Source: an optimization exercise on an open RTL-to-GDS flow (aim: small area, a short achievable clock period and few clock cycles). Production flows keep margins and buffers that such runs may drop.
Where RTL was checked, it was by simulation tests only, not by an equivalence proof against the original.
The RTL of runs 7 and 8 was laid out without a check of its function.

## flow/config.mk

```make
export PLATFORM = sky130hd
export DESIGN_NAME = qb_crc
export DESIGN_NICKNAME = qb_crc
export VERILOG_FILES = /design/flow/design.v
export SDC_FILE = /design/flow/constraint.sdc
export NUM_CORES = 4
export LEC_CHECK = 0
export CAP_MARGIN = 20
export CORE_AREA = 5 5 225 225
export DIE_AREA = 0 0 230 230
export SLEW_MARGIN = 20
```

## flow/constraint.sdc

```tcl
create_clock -name core_clock -period 10.0 [get_ports {clk}]
set_input_delay 2.0000 -clock core_clock [delete_from_list [all_inputs] [get_ports {clk}]]
set_output_delay 2.0000 -clock core_clock [all_outputs]
set_load 0.01 [all_outputs]
```

## flow/design.v

```verilog
module qb_crc #(
    parameter integer K = 3                 
) (
    input  wire         clk,
    input  wire         rst,
    input  wire         in_valid,
    output wire         in_ready,
    input  wire [31:0]  in_crc,
    input  wire [511:0] in_data,
    input  wire [63:0]  in_mask,
    output reg          out_valid,
    output reg  [31:0]  out_crc
);
    localparam [31:0] POLY = 32'h82F6_3B78;
    localparam integer N  = (64 + K - 1) / K;  
    localparam integer CW = (N > 32) ? 6 : (N > 16) ? 5 : (N > 8) ? 4 : (N > 4) ? 3 : (N > 2) ? 2 : 1;
    function [31:0] crc_byte(input [31:0] c_in, input [7:0] b);
        reg [31:0] c;
        integer t;
        begin
            c = c_in ^ {24'd0, b};
            for (t = 0; t < 8; t = t + 1)
                c = (c >> 1) ^ (POLY & {32{c[0]}});
            crc_byte = c;
        end
    endfunction
    reg [CW-1:0]  cnt;                      
    reg           rdy;                      
    reg [8*K-1:0] dreg;
    reg [K-1:0]   mreg;
    reg           v1, last1;
    assign in_ready = rdy | !in_valid;
    wire [8*K*N-1:0] dpad = in_data;
    wire [K*N-1:0]   mpad = in_mask;
    reg [8*K-1:0] dsel;
    reg [K-1:0]   msel;
    integer q;
    always @(*) begin
        dsel = {8*K{1'b0}};
        msel = {K{1'b0}};
        for (q = 0; q < N; q = q + 1)
            if (cnt == q) begin
                dsel = dsel | dpad[q*8*K +: 8*K];
                msel = msel | mpad[q*K +: K];
            end
    end
    reg [N-1:0]  nz, cand;
    reg [CW-1:0] nxt;
    integer i;
    always @(*) begin
        for (i = 0; i < N; i = i + 1) begin
            nz[i]   = |mpad[i*K +: K];
            cand[i] = nz[i] && (i > cnt);
        end
        nxt = cnt + 1'b1;
        for (i = N - 1; i >= 0; i = i - 1)
            if (cand[i]) nxt = i;
    end
    wire last_next = ((cand & (cand - 1'b1)) == {N{1'b0}});
    always @(posedge clk) begin
        dreg  <= dsel;
        mreg  <= msel & {K{in_valid}};      
        last1 <= rdy;
        if (rst) begin
            cnt <= {CW{1'b0}};
            rdy <= 1'b0;
            v1  <= 1'b0;
        end else begin
            v1 <= in_valid;
            if (in_valid) begin
                cnt <= rdy ? {CW{1'b0}} : nxt;
                rdy <= !rdy && last_next;
            end
        end
    end
    reg [31:0] crc;
    reg [31:0] c;
    integer j;
    always @(*) begin
        c = crc;
        for (j = 0; j < K; j = j + 1)
            if (mreg[j]) c = crc_byte(c, dreg[8*j +: 8]);
    end
    always @(posedge clk) begin
        crc     <= (cnt == {CW{1'b0}}) ? in_crc : c;
        out_crc <= c;
        if (rst) out_valid <= 1'b0;
        else     out_valid <= v1 & last1;
    end
endmodule
```

## flow/flow/run.sh

```bash
#!/bin/bash
# Standard layout, with each port buffered by a buf_1 instead of ORFS's default
# port buffer cell. Extra ORFS settings come from flow/extra.env.
set -euo pipefail
export BUFFER_PORTS_ARGS="-buffer_cell sky130_fd_sc_hd__buf_1"
if [[ -f flow/extra.env ]]; then set -a; source flow/extra.env; set +a; fi
bash standard.sh > standard_make.log 2>&1
```

## flow/flow/extra.env

```
SETUP_SLACK_MARGIN=4
```

## flow/standard.sh

```bash
#!/bin/bash
# synth_recipe.tcl (not shown) runs the flow's synth.tcl, then flattens the netlist and writes it again
# the make line also repeats each setting of config.mk as NAME=value (left out here)
make -C /OpenROAD-flow-scripts/flow DESIGN_CONFIG=/design/flow/config.mk WORK_HOME=/design/flow/orfs CLKGATE_MAP_FILE= SYNTH_SCRIPT=/design/flow/synth_recipe.tcl "${@:-finish}"
```

==> results by group, run 1 <==
Route
  – Vias per cell: about 5.6
  – Remaining DRCs: 0
  – Final ANT Viol Nets: 0
  – DR iter-0 viols: around 1,900
  – Final Routed Wirelength: ~85,000 um
  – DR vias: approximately 14,000
  – Routed WL per cell: 34.9 um
  – DR pass1 iterations: 9

STA
  – Worst-Margin Slew: roughly 1.0 ns
  – Tcrit/Tclk final: between 50% and 60%
  – Max_slew headroom: 33.0%
  – Setup-failing EPs final: 0
  – Max Fclk: between 150 and 200 MHz
  – Clock Skew: ~0.017 ns
  – Final min period: about 5.4 ns
  – Final max-slew violation count: 0
  – Unrepaired setup endpoints after global routing: false
  – Hold slack: 0.391 ns
  – Final hold vios: 0
  – Final setup TNS: 0 ns

Global route
  – Gr usage total: between 30% and 40%
  – Initial antenna violation count: 31
  – First-pass GRT wire length: 113,000 um
  – Remaining global-route overflow: 0
  – Vias in the first global route: roughly 14,000
  – Largest net degree at the start of global routing: 65

Logic synthesis
  – Synth cell types: between 80 and 90
  – Predominant post-synthesis flop cell: dfxtp_1
  – Warnings from Yosys: 1
  – Post-synth ARST share: 0%
  – FF+latch count, synth: 100
  – Number of synthesized flops with an enable pin: 0
  – Syn avg cell area: between 8 and 9 um2
  – Post-Synthesis Cells: about 1,200
  – Syn Std Cell Area: 0.0107 mm2
  – Mapped Nets: roughly 1,800
  – Register area share after synthesis: a little under a fifth

Clock tree
  – Post-cts sizing count: 0
  – Clock latency on the worst-skew pair: around 0.37 ns
  – CTS Hold Bufs: 0
  – H-tree depth: 3
  – Reg clk slew, reported paths: 0.08 ns
  – Longest Clk Path Bufs: 2
  – Num CTS Buffers: 9
  – CTS tree: built
  – Total clock sinks: 100
  – Clock Tree Root: clkbuf_16
  – Total setup buffers inserted after CTS: 0

Worst setup path
  – Worst Path Max Fanout: 7
  – Worst Path Required: 10.22 ns
  – Reg-to-reg slack, setup: roughly 4.6 ns
  – Crit. End Element: register
  – Startpoint Class: register
  – Data arrival, critical path: 5.63 ns
  – Critical setup path kind: register to register

Place
  – Hpwl dp: a little over 70,000 um
  – RD Place Congestion: 1.01
  – I/O Buffers: about 640

Floorplan
  – Placeable Area: around 0.048 mm2
  – I/O pins: approximately 650
  – Die width: 230 um
  – Die area: between 0.05 and 0.06 mm2
  – Die H: roughly 230 um
  – Initial core utilization: around 22%
  – Core Rows: 80

Worst hold path
  – Hold Crit Class: register to register

Finish
  – Fillers: roughly 5,300
  – Ratio of cells with drive above 1 in the final layout: a little under 9%
  – Layout Utilization: between 20 and 30%
  – Final nets: 2,410
  – Area growth from synthesis to layout: 33.5%

Job
  – Maxcap violations: 0

Run status
  – Run status: complete, no violations
==> worst paths after layout <==
path           start     end  depth (start not counted)
min reg2reg      rdy   last1                          0
min              rdy   last1                          0
max          dreg[7]  crc[4]                         14
max reg2reg  dreg[7]  crc[4]                         14
==> area by class of cell <==
class,instances,area (um2),share of cell area (%)
inverters,12,45.0,0.316
clock buffers,9,225,1.58
repair buffers,671,2620,18.4
clock inverters,7,103,0.721
multi-input cells,1002,8410,59.1
flip-flops and latches,100,2010,14.1
diodes,24,60.1,0.422
well taps,615,769,5.41
==> critical path, stage by stage, from the launching register on <==
cell and delay (ns):
dfxtp_1 0.33, xnor2_2 0.53, xnor3_2 0.63, xnor3_1 0.26, mux2i_1 0.16, xnor2_2 0.44
xnor3_4 0.50, xor3_1 0.44, mux2i_4 0.28, xor2_4 0.33, a21o_1 0.22, nand2_4 0.12
xnor3_2 0.44, and3b_1 0.19, nor3_1 0.37
==> routing by layer <==
| metal | wire (um) | vias to the layer above | track usage (%) |
|---|---|---|---|
| met5 | 34 | - | 0 |
| met4 | 4020 | 6 | 12.7 |
| met3 | 8150 | 160 | 8.36 |
| met2 | 39000 | 949 | 48.6 |
| met1 | 34000 | 6693 | 38.4 |
| li1 | - | 5911 | - |
==> sequential cells by signal, summed over array words and instances, names as in the netlist, 3 cells and up <==
name and flops:
out_crc 32, crc 32, mreg 3, dreg 24
cnt 5
==> cell usage after synthesis, drive strengths merged (6+ instances only) <==
master / number / area share [%]
a22o: 22 / 1.8
mux2: 30 / 3.3
a222oi: 72 / 6.8
buf: 10 / 0.63
dfxtp: 100 / 19
a22oi: 145 / 10
o21ai: 37 / 1.7
inv: 10 / 0.35
xnor2: 150 / 15
clkbuf: 70 / 2.5
mux2i: 41 / 4.6
a221oi: 21 / 1.7
xnor3: 33 / 7.1
nand2b: 6 / 0.35
and3: 6 / 0.35
o21a: 7 / 0.49
nand4: 44 / 2.6
a21oi: 50 / 2.4
or2: 7 / 0.41
nor2: 103 / 3.6
xor2: 43 / 4.1
nand2: 72 / 2.7
nor3: 25 / 1.2
o31ai: 7 / 0.49
nand3: 19 / 0.94
==> stage by stage <==
stage | cells | worst slack, ns | instance area [um2]
final | 2440 | 4.59 | 14200
after global routing | 2432 | 4.33 | 14200
after CTS | 2416 | 4.61 | 14200
after detailed placement | 2400 | 4.65 | 13800
after global placement | 2400 | 4.71 | 13800
after floorplan | 1195 | 5.24 | 10700
==> logic make-up (layout without fill, tap and decap cells) <==
family	Yosys count	after routing	share of synthesized area, %
AOI/OAI and AO/OA	397	397	28.6
and+or+nand+nor	301	301	13.5
xor gates and xnor gates	229	229	27.2
DFF	100	100	18.8
buffers and inverters	93	699	3.60
muxes	71	71	7.93
adders and majority gates	4	4	0.446
other	0	24	0
==> placed cells by master (no fill, tap or decap), types with 5 or more instances in the layout <==
master | netlist | final
nand2b_1 | 6 | 6
or3_1 | 5 | 5
diode_2 | 0 | 24
and3_1 | 6 | 6
nor3_1 | 25 | 22
nand4_1 | 44 | 44
dfxtp_1 | 100 | 97
xnor2_4 | 11 | 11
xor2_1 | 38 | 38
mux2i_4 | 6 | 6
buf_4 | 2 | 27
a22o_1 | 22 | 22
xnor3_2 | 10 | 10
a221oi_1 | 21 | 21
a22oi_1 | 145 | 145
nor2_1 | 103 | 88
clkbuf_16 | 0 | 9
xnor3_1 | 22 | 22
a222oi_1 | 72 | 72
nand2_1 | 70 | 70
o21ai_0 | 34 | 34
a21oi_1 | 49 | 49
mux2_2 | 25 | 25
nor2_4 | 0 | 14
mux2i_1 | 34 | 34
o31ai_1 | 7 | 7
inv_1 | 8 | 8
or2_2 | 5 | 5
xnor2_2 | 14 | 14
o21a_1 | 7 | 7
mux2_4 | 5 | 5
xnor2_1 | 125 | 125
nand3_1 | 18 | 18
buf_1 | 5 | 644
o22ai_1 | 5 | 5
Testbench counts, summed over its fixed seeds: cycles 46,056.
==> run 2: changes to the inputs <==
==> flow/flow/extra.env (replaced) <==
SETUP_SLACK_MARGIN=5
==> results by group, run 2 <==
Logic synthesis
  – Predominant post-synthesis flop cell: dfxtp_1
  – Xor-xnor portion of the synthesized cell area: a little over a quarter
  – Syn Std Cell Area: around 0.011 mm2
  – Synth cell types: around 80
  – FF+latch count, synth: 100
  – Top post-synthesis cells by count: a22oi_1 (145), xnor2_1 (125), nor2_1 (103), dfxtp_1 (100), a222oi_1 (72)
  – Mapped Nets: around 1,800
  – Synth top area share: a little under a fifth
  – Post-Synthesis Cells: roughly 1,200
  – Count leader, synth: a22oi_1
  – Compound-cell area share of the yosys netlist: 28.6%
  – Combinational family with the most area after synthesis: compound AO/OA/AOI/OAI gates
  – Register area share after synthesis: 18.8%
  – Adder-cell share of the synthesized area: less than 1%
  – Post-synth ARST share: 0%
  – Synth Area in Simple Gates: between 10% and 20%
  – Yosys top cell by area: dfxtp_1
  – Warnings from Yosys: 1
  – Ranking of synthesized cells by area: dfxtp_1 (19%), xnor2_1 (10%), a22oi_1 (10%)
  – Multiplexer area fraction after synthesis: 7.93%
  – Syn avg cell area: approximately 8.9 um2
  – Number of synthesized flops with an enable pin: 0

Route
  – Routed WL per cell: 34.7 um
  – DR vias: between 10,000 and 15,000
  – Final ANT Viol Nets: 0
  – Final Routed Wirelength: between 80,000 and 90,000 um
  – DR iter-0 viols: 1,975
  – Remaining DRCs: 0
  – Vias per cell: around 5.6
  – DR pass1 iterations: 7

Clock tree
  – H-tree depth: 3
  – Clock latency on the worst-skew pair: roughly 0.37 ns
  – Num CTS Buffers: 9
  – Clock Tree Root: clkbuf_16
  – Longest Clk Path Bufs: 2
  – Total clock sinks: 100
  – CTS tree: built
  – CTS Hold Bufs: 0
  – Reg clk slew, reported paths: around 0.08 ns

STA
  – Final max-slew violation count: 0
  – Max Fclk: ~200 MHz
  – Setup-failing EPs final: 0
  – Final min period: 4.91 ns
  – Final hold vios: 0
  – Max_slew headroom: between 30 and 40%
  – Final setup TNS: 0 ns
  – Worst-Margin Slew: 0.974 ns
  – Unrepaired setup endpoints after global routing: false
  – Tcrit/Tclk final: about 50%
  – Clock Skew: between 0.015 and 0.02 ns

Floorplan
  – Die H: between 200 and 250 um
  – Core Rows: 80
  – Die width: ~230 um
  – Placeable Area: about 0.048 mm2
  – Initial core utilization: 22.3%
  – I/O pins: approximately 650
  – Die area: ~0.053 mm2

Worst setup path
  – Worst Path Max Fanout: 5
  – Crit. End Element: register
  – Worst Path Required: 10.26 ns
  – Critical setup path kind: register to register
  – Data arrival, critical path: around 5.2 ns
  – Startpoint Class: register

Global route
  – Largest net degree at the start of global routing: 65
  – Vias in the first global route: 14,000
  – Gr usage total: 30.4%
  – Initial antenna violation count: 29
  – First-pass GRT wire length: around 110,000 um
  – Remaining global-route overflow: 0

Place
  – RD Place Congestion: about 1.0
  – I/O Buffers: about 640
  – Hpwl dp: a little over 70,000 um

Finish
  – Leading cell types in the layout, fill and taps excluded: buf_1 (644), a22oi_1 (145), xnor2_1 (118)
  – Ratio of cells with drive above 1 in the final layout: roughly 13%
  – Leading cell type in the layout, fill and taps excluded: buf_1
  – Regs by FF count: crc: 32 flops, out_crc: 32 flops, dreg: 24 flops
  – Area growth from synthesis to layout: 40.3%
  – Final nets: 2,453

Job
  – Maxcap violations: 0

Worst hold path
  – Hold Crit Class: register to register

Run status
  – Run status: complete, no violations
[run 2: cell counts after synthesis]
Identical to the previous run, type by type.
[run 2: routing by layer]
| metal | part of all wire (%) | global-route usage (%) |
|---|---|---|
| met3 | 10 | 7.83 |
| met1 | 39 | 38.9 |
| met4 | 4.3 | 12.7 |
| met5 | 0.040 | 0 |
| met2 | 46 | 48.9 |
[run 2: what timing repair did]
item / 4_1_cts / 5_1_grt
buffers inserted: 16 / 27
pin swaps: 10 / 17
resized for setup: 29 / 26
setup endpoints to repair: 44 / 29
[run 2: final cells by class]
class / instances / area [um2]
Multi-Input combinational cell: 1002 / 8770
Tap cell: 615 / 769
Antenna cell: 23 / 57.6
Inverter: 12 / 46.3
Timing Repair Buffer: 714 / 2980
Sequential cell: 100 / 2010
Clock inverter: 7 / 103
Fill cell: 5242 / 32900
Clock buffer: 9 / 225
[run 2: per-stage QoR]
step           cells  hold slack, ns  area [um2]  setup WS, ns  util (%)
2_1_floorplan   1195           0.351       10700          5.24         -
3_3_place_gp    2400           0.366       13800          4.71      28.9
3_5_place_dp    2400           0.367       13800          4.65      28.9
4_1_cts         2432           0.397       14500          5.00      30.4
5_1_grt         2475           0.402       15000          5.00      31.2
6_report        2482           0.402       15000          5.09      31.3
[run 2: logic make-up after synthesis]
kind of cell | count (synthesis)
adder cells (fa/ha/maj) | 4
AO/OA/AOI/OAI | 397
multiplexers | 71
flip-flops | 100
buffers and inverters | 93
XOR/XNOR | 229
AND/OR/NAND/NOR | 301
[run 2: worst paths after layout]
kind	start	end	slack, ns	cells after the start
worst max-delay path	crc[0]	crc[5]	5.09	15
worst min-delay path	rdy	last1	0.40	0
worst max register to register	crc[0]	crc[5]	5.09	15
worst min register to register	rdy	last1	0.40	0
[run 2: critical path: stages (launching register included)]
cell and delay, ns:
dfxtp_2 0.37, xnor2_4 0.21, xnor3_2 0.49, xor3_1 0.41
mux2i_4 0.27, buf_4 0.20, xor2_1 0.31, xnor3_1 0.51
xnor3_1 0.28, a21oi_4 0.09, xnor2_4 0.40, xnor2_4 0.22
xnor3_2 0.33, xnor2_1 0.14, mux2_4 0.30, mux2_4 0.26
==> run 3: changes to the inputs <==
--- a/flow/design.v
+++ b/flow/design.v
@@ -23,4 +23,12 @@
                 c = (c >> 1) ^ (POLY & {32{c[0]}});
             crc_byte = c;
+        end
+    endfunction
+    function [31:0] tbl(input [7:0] x);
+        integer t;
+        begin
+            tbl = 32'd0;
+            for (t = 0; t < 8; t = t + 1)
+                if (x[t]) tbl = tbl ^ crc_byte(32'd0, 8'd1 << t);
         end
     endfunction
@@ -76,9 +84,13 @@
     reg [31:0] crc;
     reg [31:0] c;
+    reg [7:0]  x;
     integer j;
     always @(*) begin
         c = crc;
-        for (j = 0; j < K; j = j + 1)
-            if (mreg[j]) c = crc_byte(c, dreg[8*j +: 8]);
+        x = crc[7:0] ^ dreg[7:0];
+        for (j = 0; j < K; j = j + 1) begin
+            if (mreg[j]) c = ({8'd0, c[31:8]}) ^ tbl(x);
+            if (j + 1 < K) x = c[7:0] ^ dreg[8*(j+1) +: 8];
+        end
     end
     always @(posedge clk) begin
--- a/flow/config.mk
+++ b/flow/config.mk
@@ -7,5 +7,5 @@
 export LEC_CHECK = 0
 export CAP_MARGIN = 20
-export CORE_AREA = 5 5 225 225
-export DIE_AREA = 0 0 230 230
+export CORE_AREA = 10 10 290 290
+export DIE_AREA = 0 0 300 300
 export SLEW_MARGIN = 20
==> results by group, run 3 <==
Logic synthesis
  – FF+latch count, synth: 100
  – Register area share after synthesis: between 10% and 20%
  – Top post-synthesis cells by count: a22oi_1 (130), xnor2_1 (128), dfxtp_1 (100), nand2_1 (91), nor2_1 (88)
  – Yosys top cell by area: dfxtp_1
  – Syn avg cell area: 8.67 um2
  – Synth cell types: 61
  – Number of synthesized flops with an enable pin: 0
  – Post-Synthesis Cells: roughly 1,200
  – Syn Std Cell Area: approximately 0.010 mm2
  – Synth top area share: about a fifth
  – Warnings from Yosys: 1
  – Predominant post-synthesis flop cell: dfxtp_1
  – Count leader, synth: a22oi_1
  – Post-synth ARST share: 0%
  – Ranking of synthesized cells by area: dfxtp_1 (20%), xnor2_1 (11%), a22oi_1 (9.6%)
  – Mapped Nets: roughly 1,800

Finish
  – Leading cell types in the layout, fill and taps excluded: buf_1 (644), a22oi_1 (130), xnor2_1 (120)
  – Area growth from synthesis to layout: 46.1%
  – Regs by FF count: crc: 32 flops, out_crc: 32 flops, dreg: 24 flops
  – Leading cell type in the layout, fill and taps excluded: buf_1
  – Final cell count without fillers: between 2,000 and 3,000
  – Ratio of cells with drive above 1 in the final layout: between 10 and 15%
  – Final nets: ~2,400

Worst setup path
  – Worst setup endpoint: crc[2]
  – CP startpoint: crc[3]
  – Top delay family on crit path: XOR/XNOR gates
  – Worst r2r dst: crc[2]
  – Startpoint Class: register
  – WP buf/inv: 2
  – Critical Path Stages: 16
  – Reg2reg start: crc[3]
  – Data arrival, critical path: approximately 5.2 ns
  – Crit. End Element: register
  – Critical setup path kind: register to register
  – Worst Path Required: just over 10 ns
  – Crit-path max cell delay: about 0.48 ns
  – Reg-to-reg slack, setup: roughly 5 ns
  – Crit-path slowest cell: xnor3_1
  – Most frequent CP cell: xnor3_1
  – Cells on worst reg2reg path: 16
  – Worst Path Max Fanout: 5
  – Critical path, cell by cell: xnor2_4, buf_4, xor2_1, xnor3_1, mux2_2, xnor2_4, buf_4, xnor3_1, xnor2_1, mux2_2, xor2_4, xor2_2, xnor3_2, xnor3_1, mux2_4, mux2_4

STA
  – Final setup TNS: 0 ns
  – Final min period: between 4 and 5 ns
  – Unrepaired setup endpoints after global routing: true
  – Worst-Margin Slew: between 1 and 1.5 ns
  – Clock Skew: between 0.008 and 0.009 ns
  – Tcrit/Tclk final: 49.5%
  – Max_slew headroom: about a quarter
  – Max Fclk: 202 MHz
  – Final max-slew violation count: 0
  – Setup-failing EPs final: 0
  – Final hold vios: 0

Clock tree
  – Total clock sinks: 100
  – Clock latency on the worst-skew pair: between 0.3 and 0.4 ns
  – Longest Clk Path Bufs: 2
  – Reg clk slew, reported paths: 0.08 ns
  – Clock Tree Root: clkbuf_16
  – CTS tree: built
  – H-tree depth: 3
  – CTS Hold Bufs: 0
  – Num CTS Buffers: 9

Floorplan
  – Placeable Area: ~0.078 mm2
  – Die area: 0.0900 mm2
  – I/O pins: about 650
  – Die width: roughly 300 um
  – Core Rows: 102
  – Die H: 300 um
  – Initial core utilization: between 10% and 20%

Global route
  – Initial antenna violation count: between 50 and 60
  – Vias in the first global route: around 14,000
  – GR Util met2: a little under a third
  – First-pass GRT wire length: 122,000 um
  – Gr usage total: about a fifth
  – Largest net degree at the start of global routing: 52
  – GR peak layer: met2
  – GR met3 Demand/Resource: ~6%
  – Met1 Usage GRT: between 20% and 30%
  – Remaining global-route overflow: 0

Job
  – Maxcap violations: 0

Place
  – Placed cells: ~2,800
  – RD Place Congestion: ~0.98
  – I/O Buffers: roughly 640
  – Hpwl dp: ~81,000 um

Route
  – DR iter-0 viols: roughly 1,800
  – Final Routed Wirelength: approximately 94,000 um
  – DR pass1 iterations: 9
  – DR vias: 13,600
  – Vias per cell: between 4 and 5
  – Routed WL per cell: 32.5 um
  – Final ANT Viol Nets: 0
  – Remaining DRCs: 0

Worst hold path
  – Hold Crit Depth: 0
  – Hold Crit Class: register to register

Run status
  – Run status: complete, no violations
run 3: changes by cell type in the layout (fill, tap and decap cells not counted), moves of 11 or more:
cell and delta:
a221oi_1 +13, nor2_1 -14, a22oi_1 -15, nand2_1 +21, nand4_1 -16, mux2_2 +11, nand3_1 +28, a222oi_1 -18
a22o_1 +16
run 3: logic make-up after synthesis:
group                    after synthesis  share of synthesized area [%]
AO/OA/AOI/OAI                        376                           28.1
XOR/XNOR                             231                           26.8
adder cells (fa/ha/maj)                3                          0.368
buffers and inverters                 92                           3.38
flip-flops                           100                           19.6
multiplexers                          77                           8.53
AND/OR/NAND/NOR                      299                           13.2
run 3: worst min-delay path by stage:
stage                     slack (ns)    end  start
after floorplan                 0.35  last1    rdy
after global placement          0.37  last1    rdy
after detailed placement        0.37  last1    rdy
after CTS                       0.38  last1    rdy
after global routing            0.40  last1    rdy
final                           0.38  last1    rdy
run 3: timing repair:
| item | CTS | global route |
|---|---|---|
| endpoints found under the hold margin | 0 | 0 |
| pin swaps | 10 | 5 |
| buffers inserted | 19 | 11 |
| resized for setup | 21 | 14 |
| setup endpoints to repair | 37 | 22 |
run 3: per-stage QoR:
step           hold slack [ns]  instance area [um2]  setup slack (ns)  utilization, %
2_1_floorplan            0.351                10200              5.07               -
3_3_place_gp             0.369                14000              4.39            18.1
3_5_place_dp             0.369                14000              4.31            18.1
4_1_cts                  0.382                14700              5.01            18.9
5_1_grt                  0.401                14900              4.93            19.2
6_report                 0.383                14900              5.05            19.2
run 3: worst reg2reg max path: stages (launching register included):
cell and delay (ns):
dfxtp_2 0.37, xnor2_4 0.22, buf_4 0.17, xor2_1 0.26, xnor3_1 0.36, mux2_2 0.35
xnor2_4 0.29, buf_4 0.16, xnor3_1 0.42, xnor2_1 0.14, mux2_2 0.35, xor2_4 0.19
xor2_2 0.20, xnor3_2 0.34, xnor3_1 0.48, mux2_4 0.30, mux2_4 0.25
run 3: metal layers:
layer	vias to the layer above	wire, um
li1	5851	-
met1	6537	37000
met2	996	42800
met3	170	10900
met4	28	2890
met5	-	169
run 3: layout make-up:
class	count	area [um2]
fillers	8972	62700
multi-input cells	986	8290
repair buffers	705	2890
flip-flops and latches	100	2010
well taps	1040	1300
clock buffers	9	225
clock inverters	7	95.1
diodes	22	55.1
inverters	13	48.8
Testbench counts of run 3, summed over its fixed seeds: cycles 46,056.
==> run 4: changes to the inputs <==
--- a/flow/config.mk
+++ b/flow/config.mk
@@ -10,2 +10,3 @@
 export DIE_AREA = 0 0 300 300
 export SLEW_MARGIN = 20
+export TNS_END_PERCENT = 10
==> results by group, run 4 <==
Clock tree
  – Longest Clk Path Bufs: 2
  – H-tree depth: 3
  – Clock latency on the worst-skew pair: 0.37 ns
  – Total clock sinks: 100
  – CTS Hold Bufs: 0
  – CTS tree: built
  – Reg clk slew, reported paths: around 0.08 ns
  – Num CTS Buffers: 9
  – Clock Tree Root: clkbuf_16

Finish
  – Final nets: about 2,400
  – Area growth from synthesis to layout: 45.4%
  – Regs by FF count: crc: 32 flops, out_crc: 32 flops, dreg: 24 flops
  – Leading cell type in the layout, fill and taps excluded: buf_1
  – Leading cell types in the layout, fill and taps excluded: buf_1 (644), a22oi_1 (130), xnor2_1 (123)
  – Ratio of cells with drive above 1 in the final layout: 10.8%

Floorplan
  – Initial core utilization: between 10% and 20%
  – Die width: 300 um
  – Die H: approximately 300 um
  – Placeable Area: roughly 0.078 mm2
  – Core Rows: 102
  – I/O pins: 645
  – Die area: 0.0900 mm2

Global route
  – First-pass GRT wire length: roughly 120,000 um
  – Remaining global-route overflow: 0
  – Vias in the first global route: 13,800
  – Largest net degree at the start of global routing: between 50 and 60
  – Initial antenna violation count: 59
  – Gr usage total: between 10% and 20%

Worst hold path
  – Hold EP: last1
  – Hold Crit Depth: 0
  – Hold Crit Class: register to register
  – Hold wc startpoint: rdy

Logic synthesis
  – Register area share after synthesis: about a fifth
  – Synth top area share: about a fifth
  – Synth cell types: a little over 60
  – Top post-synthesis cells by count: a22oi_1 (130), xnor2_1 (128), dfxtp_1 (100), nand2_1 (91), nor2_1 (88)
  – Ranking of synthesized cells by area: dfxtp_1 (20%), xnor2_1 (11%), a22oi_1 (9.6%)
  – Syn Std Cell Area: around 0.010 mm2
  – Number of synthesized flops with an enable pin: 0
  – FF+latch count, synth: 100
  – Yosys top cell by area: dfxtp_1
  – Mapped Nets: ~1,800
  – Post-synth ARST share: 0%
  – Syn avg cell area: roughly 8.7 um2
  – Post-Synthesis Cells: 1,178
  – Warnings from Yosys: 1
  – Count leader, synth: a22oi_1
  – Predominant post-synthesis flop cell: dfxtp_1

Worst setup path
  – Reg-to-reg slack, setup: a little over 5 ns
  – Worst r2r dst: crc[6]
  – Crit. End Element: register
  – Startpoint Class: register
  – Cells on worst reg2reg path: 14
  – Crit-path slowest cell: xnor2_2
  – Worst Path Max Fanout: 8
  – Critical path, cell by cell: xnor2_4, xnor3_2, xnor3_1, mux2i_4, xnor2_4, xnor3_1, xnor2_1, mux2i_1, xnor2_2, xnor2_2, xnor2_1, xnor2_1, mux2_2, mux2_2
  – Crit-path max cell delay: 0.62 ns
  – Critical setup path kind: register to register
  – Data arrival, critical path: 5.21 ns
  – Most frequent CP cell: xnor2_1
  – Reg2reg start: dreg[3]
  – CP startpoint: dreg[3]
  – Worst Path Required: roughly 10 ns

Place
  – Hpwl dp: roughly 80,000 um
  – RD Place Congestion: 0.977
  – I/O Buffers: about 640

STA
  – Final hold vios: 0
  – Final max-slew violation count: 0
  – Hold slack: between 0.3 and 0.4 ns
  – Final min period: ~5.0 ns
  – Unrepaired setup endpoints after global routing: true
  – Max_slew headroom: approximately 15%
  – Setup-failing EPs final: 0
  – Max Fclk: 202 MHz
  – Clock Skew: 0.00889 ns
  – Final setup TNS: 0 ns
  – Tcrit/Tclk final: about half
  – Worst-Margin Slew: approximately 1.3 ns

Route
  – DR vias: ~14,000
  – DR iter-0 viols: approximately 2,000
  – Final ANT Viol Nets: 0
  – Final Routed Wirelength: approximately 94,000 um
  – Remaining DRCs: 0
  – Routed WL per cell: approximately 33 um
  – Vias per cell: roughly 4.7
  – DR pass1 iterations: 9

Job
  – Maxcap violations: 0

Run status
  – Run status: complete, no violations
==> run 4: critical path: cells and delay by family, from the launching register on <==
kind,cells,cell delay (ns)
xor+xnor,10,3.34
mux,4,1.06
flops,1,0.44
==> run 4: stage by stage <==
stage	std cells	area, um2	worst slack (ns)	utilization [%]
final	2878	14900	5.05	19.1
after global routing	2865	14800	4.87	19.1
after CTS	2849	14700	4.99	18.9
after detailed placement	2814	14000	4.31	18.1
after global placement	2814	14000	4.39	18.1
after floorplan	1178	10200	5.07	-
==> run 4: kinds of logic (layout without fill, tap and decap cells) <==
logic type	count (synthesis)	count (layout)	synth area share, %
flip-flops	100	100	19.6
adder cells (fa/ha/maj)	3	3	0.368
multiplexers	77	77	8.53
XOR/XNOR	231	231	26.8
AND/OR/NAND/NOR	299	299	13.2
buffers and inverters	92	731	3.38
other	0	21	0
AO/OA/AOI/OAI	376	376	28.1
==> run 4: cell type report <==
| class | instances | area [um2] |
|---|---|---|
| multi-input combinational | 986 | 8260 |
| antenna | 21 | 52.6 |
| tap | 1040 | 1300 |
| clock buffer | 9 | 225 |
| timing repair buffer | 702 | 2870 |
| inverter | 13 | 48.8 |
| clock inverter | 7 | 95.1 |
| fill | 8978 | 62700 |
| sequential | 100 | 2010 |
==> run 4: worst max path at each step <==
stage / to / cells after the start
global placement: crc[2] / 14
global route: crc[6] / 14
finish: crc[6] / 14
detailed placement: crc[2] / 14
floorplan: crc[2] / 14
CTS: crc[7] / 14
==> run 4: routing by layer <==
layer | vias to the layer above | share of wire (%) | routed length (um) | GRT usage, %
met5 | - | 0.17 | 162 | 0
met4 | 28 | 3.0 | 2800 | 6.00
met3 | 153 | 9.8 | 9180 | 6.03
met2 | 930 | 46 | 43000 | 31.6
met1 | 6579 | 41 | 38500 | 24.6
li1 | 5844 | - | - | -
==> run 4: repair_timing <==
item,4_1_cts,5_1_grt
buffers inserted,19,8
gates resized for setup,20,9
pin swaps,10,3
setup endpoints to repair,37,21
==> run 5: changes to the inputs <==
==> flow/flow/extra.env (replaced) <==
SETUP_SLACK_MARGIN=5.5
--- a/flow/config.mk
+++ b/flow/config.mk
@@ -10,3 +10,2 @@
 export DIE_AREA = 0 0 300 300
 export SLEW_MARGIN = 20
-export TNS_END_PERCENT = 10
==> results by group, run 5 <==
Run status
  – Run status: complete, no violations

Floorplan
  – Die H: around 300 um
  – Core Rows: 102
  – Initial core utilization: 13.2%
  – Placeable Area: around 0.078 mm2
  – Die width: roughly 300 um
  – Die area: about 0.090 mm2
  – I/O pins: roughly 650

STA
  – Max_slew headroom: around a quarter
  – Worst-Margin Slew: 1.11 ns
  – Final min period: ~4.6 ns
  – Unrepaired setup endpoints after global routing: true
  – Tcrit/Tclk final: between 40 and 50%
  – Max Fclk: ~220 MHz
  – Clock Skew: around 0.018 ns
  – Final setup TNS: 0 ns
  – Final max-slew violation count: 0
  – Final hold vios: 0
  – Setup-failing EPs final: 0

Logic synthesis
  – Top post-synthesis cells by count: a22oi_1 (130), xnor2_1 (128), dfxtp_1 (100), nand2_1 (91), nor2_1 (88)
  – Warnings from Yosys: 1
  – Synth cell types: 61
  – Syn Std Cell Area: 0.0102 mm2
  – Post-Synthesis Cells: about 1,200
  – Register area share after synthesis: about a fifth
  – Mapped Nets: 1,792
  – Number of synthesized flops with an enable pin: 0
  – Post-synth ARST share: 0%
  – Predominant post-synthesis flop cell: dfxtp_1
  – Yosys top cell by area: dfxtp_1
  – FF+latch count, synth: 100
  – Ranking of synthesized cells by area: dfxtp_1 (20%), xnor2_1 (11%), a22oi_1 (9.6%)
  – Synth top area share: 19.6%
  – Count leader, synth: a22oi_1
  – Syn avg cell area: about 8.7 um2

Worst setup path
  – Crit. End Element: register
  – Startpoint Class: register
  – Data arrival, critical path: a little under 5 ns
  – Worst Path Max Fanout: 4
  – Critical setup path kind: register to register
  – Worst Path Required: slightly above 10 ns

Finish
  – Regs by FF count: crc: 32 flops, out_crc: 32 flops, dreg: 24 flops
  – Final nets: 2,504
  – Fillers: approximately 9,000
  – Ratio of cells with drive above 1 in the final layout: 16.8%
  – Leading cell type in the layout, fill and taps excluded: buf_1
  – Leading cell types in the layout, fill and taps excluded: buf_1 (642), a22oi_1 (130), buf_4 (114)
  – Area growth from synthesis to layout: 57.6%

Clock tree
  – Clock Tree Root: clkbuf_16
  – Longest Clk Path Bufs: 2
  – H-tree depth: 3
  – Num CTS Buffers: 9
  – Total clock sinks: 100
  – Clock latency on the worst-skew pair: between 0.3 and 0.4 ns
  – Reg clk slew, reported paths: ~0.080 ns
  – CTS tree: built
  – CTS Hold Bufs: 0

Global route
  – Initial antenna violation count: between 60 and 70
  – Gr usage total: approximately a fifth
  – First-pass GRT wire length: ~130,000 um
  – Vias in the first global route: approximately 14,000
  – Largest net degree at the start of global routing: 52
  – Remaining global-route overflow: 0

Route
  – Vias per cell: 4.75
  – DR iter-0 viols: about 1,900
  – Remaining DRCs: 0
  – Routed WL per cell: 33.0 um
  – Final Routed Wirelength: a little under 100,000 um
  – DR pass1 iterations: 10
  – DR vias: roughly 14,000
  – Final ANT Viol Nets: 0

Worst hold path
  – Hold Crit Class: register to register

Place
  – I/O Buffers: 644
  – Hpwl dp: 83,300 um
  – RD Place Congestion: slightly below 1

Job
  – Maxcap violations: 0
[run 5: cell count changes in the layout (fill, tap and decap cells not counted), moves of 8 or more]
cell,before,now
xnor2_4,15,28
buf_12,1,11
dfxtp_1,95,87
xnor2_1,123,108
buf_4,57,114
buf_6,0,11
[run 5: path summary, 6_finish.rpt]
kind,to,startpoint,slack [ns],cells after the start
worst max-delay path,crc[6],crc[2],5.40,16
worst min-delay path,out_valid,last1,0.41,2
worst max register to register,crc[6],crc[2],5.40,16
worst min register to register,out_valid,last1,0.41,2
[run 5: cell type report]
| cell class | instances | area, um2 | share of cell area [%] |
|---|---|---|---|
| multi-input combinational | 986 | 8720 | 54.2 |
| timing repair buffer | 780 | 3620 | 22.5 |
| sequential | 100 | 2030 | 12.6 |
| tap | 1040 | 1300 | 8.08 |
| clock buffer | 9 | 225 | 1.40 |
| clock inverter | 7 | 85.1 | 0.529 |
| antenna | 24 | 60.1 | 0.373 |
| inverter | 13 | 53.8 | 0.334 |
[run 5: what timing repair did]
| action | in CTS | in global routing |
|---|---|---|
| pin swaps | 40 | 24 |
| cloned | 0 | 0 |
| setup buffers | 64 | 42 |
| gates resized for setup | 55 | 42 |
| endpoints found under the setup margin | 57 | 34 |
[run 5: kinds of logic (layout without fill, tap and decap cells)]
group / after synthesis / after routing / share of synthesized area, %
compound gates: 376 / 376 / 28.1
xor+xnor: 231 / 231 / 26.8
fa+ha+maj: 3 / 3 / 0.368
buf+inv: 92 / 809 / 3.38
flops: 100 / 100 / 19.6
mux: 77 / 77 / 8.53
other cells: 0 / 24 / 0
simple gates: 299 / 299 / 13.2
[run 5: metrics by stage]
| stage | std cells | area, um2 | setup WS [ns] | util, % | hold WS [ns] |
|---|---|---|---|---|---|
| floorplan | 1178 | 10400 | 5.49 | - | 0.351 |
| global placement | 2813 | 14200 | 4.85 | 18.3 | 0.367 |
| detailed placement | 2813 | 14200 | 4.77 | 18.3 | 0.378 |
| CTS | 2893 | 15400 | 5.45 | 19.9 | 0.420 |
| global route | 2946 | 16100 | 5.32 | 20.7 | 0.439 |
| finish | 2959 | 16100 | 5.40 | 20.7 | 0.414 |
[run 5: metal layers]
layer  routed length (um)  global-route usage [%]
met2                45300                    33.2
met1                37500                    25.2
met4                 3720                    7.31
met3                10900                    6.02
met5                  264                       0
[run 5: worst max-delay path, stage by stage (launching register included)]
cell and delay (ns):
dfxtp_4 0.38, xnor2_4 0.31, xnor2_4 0.17, xnor3_1 0.46, mux2i_4 0.26, xnor2_4 0.19
buf_6 0.15, xor3_2 0.47, xor3_1 0.42, mux2i_4 0.24, xnor2_4 0.14, buf_12 0.16
buf_4 0.14, xnor2_2 0.25, xnor2_1 0.18, mux2_2 0.31, mux2_2 0.26
==> run 6: changes to the inputs <==
==> flow/flow/extra.env (replaced) <==
SETUP_SLACK_MARGIN=5
--- a/flow/config.mk
+++ b/flow/config.mk
@@ -8,4 +8,5 @@
 export CAP_MARGIN = 20
 export CORE_AREA = 10 10 290 290
+export CTS_BUF_LIST = sky130_fd_sc_hd__clkbuf_4 sky130_fd_sc_hd__clkbuf_8
 export DIE_AREA = 0 0 300 300
 export SLEW_MARGIN = 20
==> results by group, run 6 <==
Worst setup path
  – Crit. End Element: register
  – Crit-path max cell delay: 0.49 ns
  – Crit-path slowest cell: xnor3_2
  – Cells on worst reg2reg path: 15
  – Reg-to-reg slack, setup: slightly above 5 ns
  – Startpoint Class: register
  – Worst Path Max Fanout: 6
  – Data arrival, critical path: around 5.2 ns
  – Critical path, cell by cell: xnor2_4, xnor3_2, buf_4, buf_4, xnor3_1, mux2i_2, xnor2_2, xnor3_2, xor3_1, mux2i_4, xnor2_4, xor2_4, xnor3_1, mux2_4, mux2_4
  – Worst r2r dst: crc[2]
  – Reg2reg start: crc[4]
  – Critical setup path kind: register to register
  – Worst Path Required: just over 10 ns

Floorplan
  – Initial core utilization: about an eighth
  – Core Rows: between 100 and 150
  – Die area: about 0.090 mm2
  – I/O pins: 645
  – Die width: about 300 um
  – Die H: about 300 um
  – Placeable Area: approximately 0.078 mm2

Logic synthesis
  – Register area share after synthesis: roughly 20%
  – Count leader, synth: a22oi_1
  – Ranking of synthesized cells by area: dfxtp_1 (20%), xnor2_1 (11%), a22oi_1 (9.6%)
  – Post-Synthesis Cells: roughly 1,200
  – Synth top area share: between 10% and 20%
  – Post-synth ARST share: 0%
  – Number of synthesized flops with an enable pin: 0
  – Predominant post-synthesis flop cell: dfxtp_1
  – Warnings from Yosys: 1
  – Top post-synthesis cells by count: a22oi_1 (130), xnor2_1 (128), dfxtp_1 (100), nand2_1 (91), nor2_1 (88)
  – Syn avg cell area: 8.67 um2
  – FF+latch count, synth: 100
  – Yosys top cell by area: dfxtp_1
  – Synth cell types: 61
  – Mapped Nets: 1,792
  – Syn Std Cell Area: 0.0102 mm2

Finish
  – Final nets: 2,443
  – Ratio of cells with drive above 1 in the final layout: between 10% and 20%
  – Post-route cell area: between 0.01 and 0.015 mm2
  – Regs by FF count: crc: 32 flops, out_crc: 32 flops, dreg: 24 flops
  – Leading cell types in the layout, fill and taps excluded: buf_1 (644), a22oi_1 (130), xnor2_1 (120)
  – Leading cell type in the layout, fill and taps excluded: buf_1
  – Area growth from synthesis to layout: 46.7%

Route
  – DR vias: between 10,000 and 15,000
  – Remaining DRCs: 0
  – Routed WL per cell: roughly 32 um
  – Vias per cell: 4.70
  – DR iter-0 viols: 1,799
  – Final ANT Viol Nets: 0
  – DR pass1 iterations: 10
  – Final Routed Wirelength: 93,900 um

Clock tree
  – Clock latency on the worst-skew pair: around 0.41 ns
  – Total clock sinks: 100
  – H-tree depth: 3
  – CTS tree: built
  – Longest Clk Path Bufs: 2
  – Num CTS Buffers: 9
  – Reg clk slew, reported paths: about 0.11 ns
  – Clock Tree Root: clkbuf_8

STA
  – Max Fclk: a little over 200 MHz
  – Worst-Margin Slew: about 1.1 ns
  – Setup-failing EPs final: 0
  – Unrepaired setup endpoints after global routing: true
  – Final max-slew violation count: 0
  – Tcrit/Tclk final: ~50%
  – Max_slew headroom: a little over a quarter
  – Final setup TNS: 0 ns
  – Clock Skew: 0.0158 ns
  – Hold slack: between 0.3 and 0.4 ns
  – Final min period: between 4 and 5 ns
  – Final hold vios: 0

Place
  – DP Area: about 0.014 mm2
  – I/O Buffers: 644
  – RD Place Congestion: 0.977
  – Hpwl dp: about 81,000 um

Worst hold path
  – Hold Crit Depth: 0
  – Hold Crit Class: register to register
  – Hold wc startpoint: rdy
  – Hold EP: last1

Global route
  – Gr usage total: 19.5%
  – First-pass GRT wire length: between 100,000 and 150,000 um
  – Largest net degree at the start of global routing: 52
  – Initial antenna violation count: 58
  – Remaining global-route overflow: 0
  – Vias in the first global route: 13,800

Job
  – Maxcap violations: 0

Run status
  – Run status: complete, no violations
[run 6: logic make-up (layout without fill, tap and decap cells)]
logic type,Yosys count,after routing,share of synthesized area (%)
buffers and inverters,92,748,3.38
multiplexers,77,77,8.53
XOR/XNOR,231,231,26.8
AO/OA/AOI/OAI,376,376,28.1
AND/OR/NAND/NOR,299,299,13.2
other,0,24,0
adder cells (fa/ha/maj),3,3,0.368
flip-flops,100,100,19.6
[run 6: what timing repair did]
action / in CTS / in global routing
hold buffers: 0 / 0
resized for setup: 21 / 20
setup endpoints to repair: 40 / 26
buffers inserted: 18 / 26
pin swaps: 8 / 12
[run 6: worst max-delay path by stage]
stage	slack, ns	endpoint	from
5_1_grt	4.94	crc[6]	crc[4]
4_1_cts	4.95	crc[6]	crc[6]
3_3_place_gp	4.39	crc[2]	crc[1]
3_5_place_dp	4.31	crc[2]	crc[1]
6_report	5.10	crc[2]	crc[4]
2_1_floorplan	5.07	crc[2]	crc[4]
[run 6: worst max-delay path: cells and delay by family, from the launching register on]
| kind | cells | cell delay [ns] |
|---|---|---|
| xor+xnor | 9 | 3.03 |
| buf+inv | 2 | 0.29 |
| flops | 1 | 0.38 |
| mux | 4 | 1.09 |
[run 6: final cells by class]
type / instances / area (um2)
Antenna cell: 24 / 60.1
Clock buffer: 9 / 124
Clock inverter: 7 / 95.1
Fill cell: 8964 / 62600
Inverter: 13 / 48.8
Multi-Input combinational cell: 986 / 8340
Sequential cell: 100 / 2010
Tap cell: 1040 / 1300
Timing Repair Buffer: 719 / 3010
[run 6: per-stage QoR]
step	utilization, %	setup WS (ns)	std cells
finish	19.3	5.10	2898
floorplan	-	5.07	1178
global route	19.3	4.94	2882
CTS	18.8	4.95	2848
global placement	18.1	4.39	2814
detailed placement	18.1	4.31	2814
[run 6: metal layers]
metal  vias to the layer above  global-route usage (%)  share of wire [%]
met4                        26                    5.91                3.1
met1                      6561                    24.6                 40
met5                         -                       0               0.16
met3                       165                    6.01                 11
li1                       5891                       -                  -
met2                       969                    31.6                 46
==> run 7: changes to the inputs <==
--- a/flow/design.v
+++ b/flow/design.v
@@ -37,5 +37,5 @@
     reg [8*K-1:0] dreg;
     reg [K-1:0]   mreg;
-    reg           v1, last1;
+    reg           acc1;                     
     assign in_ready = rdy | !in_valid;
     wire [8*K*N-1:0] dpad = in_data;
@@ -69,11 +69,10 @@
         dreg  <= dsel;
         mreg  <= msel & {K{in_valid}};      
-        last1 <= rdy;
         if (rst) begin
             cnt <= {CW{1'b0}};
             rdy <= 1'b0;
-            v1  <= 1'b0;
+            acc1 <= 1'b0;
         end else begin
-            v1 <= in_valid;
+            acc1 <= in_valid & rdy;
             if (in_valid) begin
                 cnt <= rdy ? {CW{1'b0}} : nxt;
@@ -98,5 +97,5 @@
         out_crc <= c;
         if (rst) out_valid <= 1'b0;
-        else     out_valid <= v1 & last1;
+        else     out_valid <= acc1;
     end
 endmodule
--- a/flow/config.mk
+++ b/flow/config.mk
@@ -8,5 +8,4 @@
 export CAP_MARGIN = 20
 export CORE_AREA = 10 10 290 290
-export CTS_BUF_LIST = sky130_fd_sc_hd__clkbuf_4 sky130_fd_sc_hd__clkbuf_8
 export DIE_AREA = 0 0 300 300
 export SLEW_MARGIN = 20
==> results by group, run 7 <==
Run status
  – Run status: complete, no violations

STA
  – Unrepaired setup endpoints after global routing: true
  – Worst-Margin Slew: 1.04 ns
  – Final max-slew violation count: 0
  – Final setup TNS: 0 ns
  – Final hold vios: 0
  – Clock Skew: about 0.02 ns
  – Post-route setup slack: between 5 and 6 ns
  – Max_slew headroom: 30.6%
  – Hold slack: 0.447 ns
  – Setup-failing EPs final: 0
  – Max Fclk: slightly above 200 MHz
  – Final min period: roughly 5 ns
  – Tcrit/Tclk final: between 40% and 50%

Worst hold path
  – Hold wc startpoint: acc1
  – Hold Crit Depth: 1
  – Hold Crit Class: register to register
  – Hold EP: out_valid

Logic synthesis
  – Ranking of synthesized cells by area: dfxtp_1 (19%), xnor2_1 (11%), a22oi_1 (9.6%)
  – Post-Synthesis Cells: about 1,200
  – Warnings from Yosys: 1
  – FF+latch count, synth: 99
  – Post-synth ARST share: 0%
  – Count leader, synth: xnor2_1
  – Syn Std Cell Area: a little over 0.01 mm2
  – Synth top area share: between 10% and 20%
  – Yosys top cell by area: dfxtp_1
  – Number of synthesized flops with an enable pin: 0
  – Syn avg cell area: just under 9 um2
  – Top post-synthesis cells by count: xnor2_1 (133), a22oi_1 (131), nor2_1 (100), dfxtp_1 (99)
  – Synth cell types: 66
  – Mapped Nets: around 1,800
  – Predominant post-synthesis flop cell: dfxtp_1
  – Register area share after synthesis: slightly below 20%

Place
  – DP Area: 0.0141 mm2
  – Hpwl dp: about 92,000 um
  – RD Place Congestion: ~1.0
  – Pre-CTS WS: 4.75 ns
  – I/O Buffers: 644

Global route
  – Met1 Usage GRT: 27.1%
  – Gr usage total: between 20% and 30%
  – Largest net degree at the start of global routing: 58
  – GR Util met2: between 30% and 40%
  – Initial antenna violation count: 104
  – Remaining global-route overflow: 0
  – First-pass GRT wire length: about 130,000 um
  – GR peak layer: met2
  – Vias in the first global route: approximately 14,000
  – GR met3 Demand/Resource: approximately 7.2%

Finish
  – Leading cell type in the layout, fill and taps excluded: buf_1
  – Ratio of cells with drive above 1 in the final layout: roughly 13%
  – Post-route cell area: around 0.015 mm2
  – Fillers: between 8,000 and 9,000
  – Area growth from synthesis to layout: 47.8%
  – Multi-input combinational cell area: ~0.0084 mm2
  – Regs by FF count: crc: 32 flops, out_crc: 32 flops, dreg: 24 flops
  – Sequential cell area: between 0.0015 and 0.002 mm2
  – Leading cell types in the layout, fill and taps excluded: buf_1 (644), a22oi_1 (131), xnor2_1 (124)
  – Layout Utilization: between 15 and 20%
  – Final nets: approximately 2,400

Worst setup path
  – Startpoint Class: input port
  – Top delay family on crit path: buffers and inverters
  – Cells on worst reg2reg path: 15
  – Critical path, cell by cell: buf_1, clkinv_1, nor2_2, inv_1, buf_1
  – Crit. End Element: output port
  – WP buf/inv: 4
  – Data arrival, critical path: 2.87 ns
  – Worst Path Required: 8.00 ns
  – Reg2reg start: dreg[2]
  – Critical setup path kind: input port to output port
  – Reg-to-reg slack, setup: 5.14 ns
  – Crit-path slowest cell: nor2_2
  – Worst Path Max Fanout: 9
  – Crit-path max cell delay: 0.26 ns
  – Most frequent CP cell: buf_1
  – Worst r2r dst: crc[15]

Job
  – Maxcap violations: 0

Route
  – Final ANT Viol Nets: 0
  – Routed WL per cell: 36.6 um
  – DR pass1 iterations: 9
  – DR vias: about 14,000
  – Final Routed Wirelength: 106,000 um
  – DR iter-0 viols: between 2,000 and 2,500
  – Vias per cell: approximately 4.9
  – Remaining DRCs: 0

Floorplan
  – Die width: 300 um
  – Placeable Area: just under 0.08 mm2
  – Initial core utilization: a little over an eighth
  – I/O pins: 645
  – Die H: about 300 um
  – Die area: 0.0900 mm2
  – Core Rows: approximately 100

Clock tree
  – CTS tree: built
  – Longest Clk Path Bufs: 2
  – Reg clk slew, reported paths: around 0.08 ns
  – H-tree depth: 3
  – Num CTS Buffers: 9
  – Clock latency on the worst-skew pair: between 0.3 and 0.4 ns
  – Clock Tree Root: clkbuf_16
  – Total clock sinks: slightly below 100
## run 7: per-layer routing
metal,share of wire [%],vias up
met4,5.0,48
li1,-,5902
met5,0.27,-
met1,38,6923
met3,12,231
met2,45,1211
## run 7: through the flow
step                cells
finish               2905
global route         2890
CTS                  2835
detailed placement   2807
global placement     2807
floorplan            1169
## run 7: layout make-up
| type | count | share of cell area, % |
|---|---|---|
| inverters | 14 | 0.346 |
| diodes | 37 | 0.610 |
| flip-flops and latches | 99 | 13.1 |
| clock inverters | 7 | 0.610 |
| repair buffers | 721 | 19.8 |
| multi-input cells | 978 | 55.4 |
| well taps | 1040 | 8.57 |
| clock buffers | 9 | 1.48 |
## run 7: cells by family (layout without fill, tap and decap cells)
logic type,after synthesis,in the layout,share of synthesized area (%)
mux,74,74,8.28
compound gates,384,384,28.8
fa+ha+maj,8,8,0.853
flops,99,99,19.3
other cells,0,37,0
buf+inv,92,751,3.37
xor+xnor,230,230,26.6
simple gates,282,282,12.8
## run 7: worst max path at each step
stage	start	endpoint	slack (ns)	cells after the start
3_3_place_gp	crc[4]	crc[19]	4.81	14
6_report	in_valid	in_ready	5.13	5
2_1_floorplan	dreg[3]	crc[19]	5.25	14
3_5_place_dp	crc[3]	crc[19]	4.75	14
4_1_cts	crc[3]	crc[19]	5.01	14
5_1_grt	dreg[1]	crc[15]	4.97	16
## run 7: what timing repair did
action	4_1_cts	5_1_grt
gates resized for setup	22	22
hold buffers	0	0
setup buffers	12	33
endpoints found under the setup margin	22	24
pin swaps	7	21
==> run 8: changes to the inputs <==
==> flow/design.v (replaced) <==
module qb_crc (
    input  wire         clk,
    input  wire         rst,
    input  wire         in_valid,
    output wire         in_ready,
    input  wire [31:0]  in_crc,
    input  wire [511:0] in_data,
    input  wire [63:0]  in_mask,
    output reg          out_valid,
    output reg  [31:0]  out_crc
);
    localparam [31:0] POLY = 32'h82F6_3B78;
    function [31:0] crc_byte(input [31:0] c_in, input [7:0] b);
        reg [31:0] c;
        integer t;
        begin
            c = c_in ^ {24'd0, b};
            for (t = 0; t < 8; t = t + 1)
                c = (c >> 1) ^ (POLY & {32{c[0]}});
            crc_byte = c;
        end
    endfunction
    reg         busy;
    reg [5:0]   idx;
    reg [511:0] data;
    reg [63:0]  mask;
    reg [31:0]  crc;
    assign in_ready = !busy;
    wire [7:0]  cur_byte = data[7:0];
    wire [31:0] crc_next = mask[0] ? crc_byte(crc, cur_byte) : crc;
    always @(posedge clk) begin
        if (rst) begin
            busy      <= 1'b0;
            out_valid <= 1'b0;
            out_crc   <= 32'd0;
            idx       <= 6'd0;
        end else begin
            out_valid <= 1'b0;
            if (busy) begin
                crc  <= crc_next;
                data <= data >> 8;
                mask <= mask >> 1;
                idx  <= idx + 6'd1;
                if (idx == 6'd63) begin
                    busy      <= 1'b0;
                    out_valid <= 1'b1;
                    out_crc   <= crc_next;
                end
            end else if (in_valid) begin
                busy <= 1'b1;
                idx  <= 6'd0;
                data <= in_data;
                mask <= in_mask;
                crc  <= in_crc;
            end
        end
    end
endmodule
==> flow/run.sh (new file) <==
#!/bin/bash
# synth_recipe.tcl (not shown) runs the flow's synth.tcl, then flattens the netlist and writes it again
# the make line also repeats each setting of config.mk as NAME=value (left out here)
make -C /OpenROAD-flow-scripts/flow DESIGN_CONFIG=/design/flow/config.mk WORK_HOME=/design/flow/orfs CLKGATE_MAP_FILE= SYNTH_SCRIPT=/design/flow/synth_recipe.tcl finish
removed: flow/flow/run.sh
removed: flow/flow/extra.env
removed: flow/standard.sh
==> results by group, run 8 <==
Run status
  – Run status: complete, no violations

Job
  – Maxcap violations: 0

Logic synthesis
  – Post-Synthesis Cells: between 1,500 and 2,000
  – Ranking of synthesized cells by area: edfxtp_1 (65%), mux2_2 (23%), dfxtp_1 (2.8%)
  – Register area share after synthesis: between 60% and 70%
  – Post-synth ARST share: 0%
  – Top post-synthesis cells by count: edfxtp_1 (608), mux2_2 (579), clkbuf_1 (75), nor2_1 (61), dfxtp_1 (40)
  – Mapped Nets: around 2,200
  – Warnings from Yosys: 1
  – Synth cell types: 38
  – Predominant post-synthesis flop cell: edfxtp_1
  – Syn avg cell area: 17.7 um2
  – Count leader, synth: edfxtp_1
  – FF+latch count, synth: between 600 and 700
  – Number of synthesized flops with an enable pin: 608
  – Yosys top cell by area: edfxtp_1
  – Syn Std Cell Area: 0.0283 mm2
  – Synth top area share: between 60 and 70%

Worst setup path
  – Cells on worst reg2reg path: 3
  – Worst r2r dst: data[152]
  – Data arrival, critical path: around 2.4 ns
  – Worst setup endpoint: in_ready
  – CP startpoint: busy
  – Worst Path Max Fanout: between 60 and 70
  – Critical setup path kind: register to output port
  – Worst Path Required: approximately 8.0 ns
  – Reg-to-reg slack, setup: roughly 6.5 ns
  – Crit. End Element: output port
  – Startpoint Class: register
  – Reg2reg start: busy

STA
  – Post-route setup slack: 5.59 ns
  – Max_slew headroom: 15.8%
  – Final min period: around 4.4 ns
  – Final hold vios: 0
  – Setup-failing EPs final: 0
  – Clock Skew: 0.0285 ns
  – Final max-slew violation count: 0
  – Unrepaired setup endpoints after global routing: false
  – Tcrit/Tclk final: between 40% and 50%
  – Worst-Margin Slew: ~1.3 ns
  – Max Fclk: 227 MHz

Worst hold path
  – Hold Crit Class: register to register

Route
  – DR vias: 16,100
  – Remaining DRCs: 0
  – Final Routed Wirelength: 78,600 um
  – DR pass1 iterations: 5
  – Routed WL per cell: 23.4 um
  – Vias per cell: ~4.8
  – Final ANT Viol Nets: 0
  – DR iter-0 viols: between 1,000 and 1,500

Clock tree
  – Clock latency on the worst-skew pair: 0.61 ns
  – H-tree depth: 3
  – Longest Clk Path Bufs: 3
  – Num CTS Buffers: between 70 and 80
  – CTS tree: built
  – Clock Tree Root: clkbuf_16
  – Post-cts sizing count: 0
  – Total setup buffers inserted after CTS: 0
  – Reg clk slew, reported paths: about 0.06 ns
  – CTS Hold Bufs: 0
  – Total clock sinks: between 600 and 700

Place
  – Placed cells: around 3,200
  – RD Place Congestion: around 0.85
  – I/O Buffers: around 640
  – Hpwl dp: about 57,000 um
  – DP Area: roughly 0.036 mm2
  – Pre-CTS WS: between 5 and 6 ns

Finish
  – Regs by FF count: data: 512 flops, mask: 64 flops
  – Number of flip-flops in the largest register: between 500 and 600
  – Final cell count without fillers: between 3,000 and 4,000
  – Fillers: around 6,700
  – Final nets: ~2,900
  – Leading cell type in the layout, fill and taps excluded: clkdlybuf4s50_1
  – Largest Register: data
  – Leading cell types in the layout, fill and taps excluded: clkdlybuf4s50_1 (644), edfxtp_1 (608), mux2_2 (579)
  – Post-route cell area: 0.0382 mm2
  – Ratio of cells with drive above 1 in the final layout: 31.2%
  – Area growth from synthesis to layout: 35.2%

Floorplan
  – Initial core utilization: between 30% and 40%
  – Die area: around 0.09 mm2
  – I/O pins: roughly 650
  – Placeable Area: between 0.07 and 0.08 mm2
  – Die width: around 300 um
  – Die H: 300 um
  – Core Rows: between 100 and 150

Global route
  – Vias in the first global route: ~18,000
  – Remaining global-route overflow: 0
  – First-pass GRT wire length: between 100,000 and 150,000 um
  – Gr usage total: 16.9%
  – Largest net degree at the start of global routing: 189
  – Initial antenna violation count: 40
[run 8: changes by cell type after synthesis, moves of 20 or more]
cell,delta
a22o_1,-26
nand2_1,-51
a222oi_1,-72
a221oi_1,-26
xnor2_1,-113
nand4_1,-38
a21oi_1,-20
dfxtp_1,-59
o21ai_0,-31
mux2_2,+542
nor2_1,-39
xor2_1,-35
a22oi_1,-131
edfxtp_1,+608
[run 8: stage by stage]
stage / setup TNS, ns / utilization (%) / hold WS (ns)
finish: 0 / 49.3 / 0.467
global placement: 0 / 46.2 / 0.452
global route: 0 / 49.2 / 0.498
detailed placement: 0 / 46.2 / 0.461
floorplan: -1007.01 / - / 0.476
CTS: 0 / 49.2 / 0.471
[run 8: cell type report]
| class | instances | area, um2 | share of cell area [%] |
|---|---|---|---|
| Antenna cell | 17 | 42.5 | 0.111 |
| Clock buffer | 97 | 1950 | 5.10 |
| Clock inverter | 36 | 375 | 0.982 |
| Inverter | 2 | 7.51 | 0.0196 |
| Multi-Input combinational cell | 858 | 8880 | 23.2 |
| Sequential cell | 648 | 19100 | 49.9 |
| Tap cell | 1040 | 1300 | 3.40 |
| Timing Repair Buffer | 657 | 6610 | 17.3 |
[run 8: kinds of logic (layout without fill, tap and decap cells)]
| group | Yosys count | in the layout | synth area share [%] |
|---|---|---|---|
| AOI/OAI and AO/OA | 76 | 76 | 1.87 |
| xor gates and xnor gates | 67 | 67 | 3.95 |
| adders and majority gates | 1 | 1 | 0.0443 |
| buffers and inverters | 89 | 792 | 1.20 |
| DFF | 648 | 648 | 67.4 |
| muxes | 591 | 591 | 23.5 |
| other | 0 | 17 | 0 |
| and+or+nand+nor | 123 | 123 | 2.01 |
[run 8: layer usage]
| metal | global-route usage, % | share of wire [%] | vias up |
|---|---|---|---|
| li1 | - | - | 7512 |
| met1 | 19.0 | 38 | 7878 |
| met2 | 29.0 | 50 | 529 |
| met3 | 7.01 | 9.3 | 137 |
| met4 | 4.57 | 2.0 | 48 |
| met5 | 0 | 0.41 | - |
[run 8: worst min path at each step]
stage	startpoint	endpoint	slack, ns	cells after the start
floorplan	idx[2]	idx[2]	0.48	1
global placement	out_crc[28]	out_crc[28]	0.45	2
CTS	out_crc[26]	out_crc[26]	0.47	2
finish	out_crc[25]	out_crc[25]	0.47	2
global route	out_crc[28]	out_crc[28]	0.50	2
detailed placement	out_crc[26]	out_crc[26]	0.46	2
[run 8: critical path: stages, from the launching register on]
cell	delay, ns
dfxtp_4	0.87
inv_1	0.33
clkdlybuf4s50_1	0.61

[static timing again, ports no longer ideal]
In the flow no input, the clock included, has a driving cell. The finished layouts below were timed again as built, in two steps. Step 1 (the two cells are an assumption about what drives the block):
set clk [get_ports {clk}]
set_driving_cell -lib_cell sky130_fd_sc_hd__clkbuf_16 $clk
set_driving_cell -lib_cell sky130_fd_sc_hd__buf_2 [delete_from_list [all_inputs] $clk]
Step 2 moves the port delays by t, midway between the first and last clock arrival at a register: inputs arrive t later, outputs are due t later. That takes back most of the time a late clock gives input paths. a / b / c = no drivers / after step 1 / after step 2; a / b = the first two.
run | t (ns) | setup slack, ns | latest minus earliest clock arrival (ns)
run 1 | 0.400 | 4.594 / 4.594 / 4.594 | 0.017 / 0.017
run 2 | 0.399 | 5.086 / 5.014 / 4.988 | 0.015 / 0.016
run 3 | 0.414 | 5.046 / 5.046 / 5.046 | 0.008 / 0.009
run 4 | 0.415 | 5.049 / 5.049 / 5.049 | 0.009 / 0.010
run 5 | 0.408 | 5.397 / 5.397 / 5.392 | 0.018 / 0.018
run 6 | 0.446 | 5.098 / 5.098 / 5.098 | 0.016 / 0.016
run 7 | 0.421 | 5.133 / 5.095 / 5.095 | 0.020 / 0.020
run 8 | 0.657 | 5.588 / 5.524 / 5.090 | 0.039 / 0.040
After both steps setup and hold are still met in every run listed. The setup slack of run 8, which loses most, moves by -0.064 ns with the drivers and by -0.498 ns with both steps.
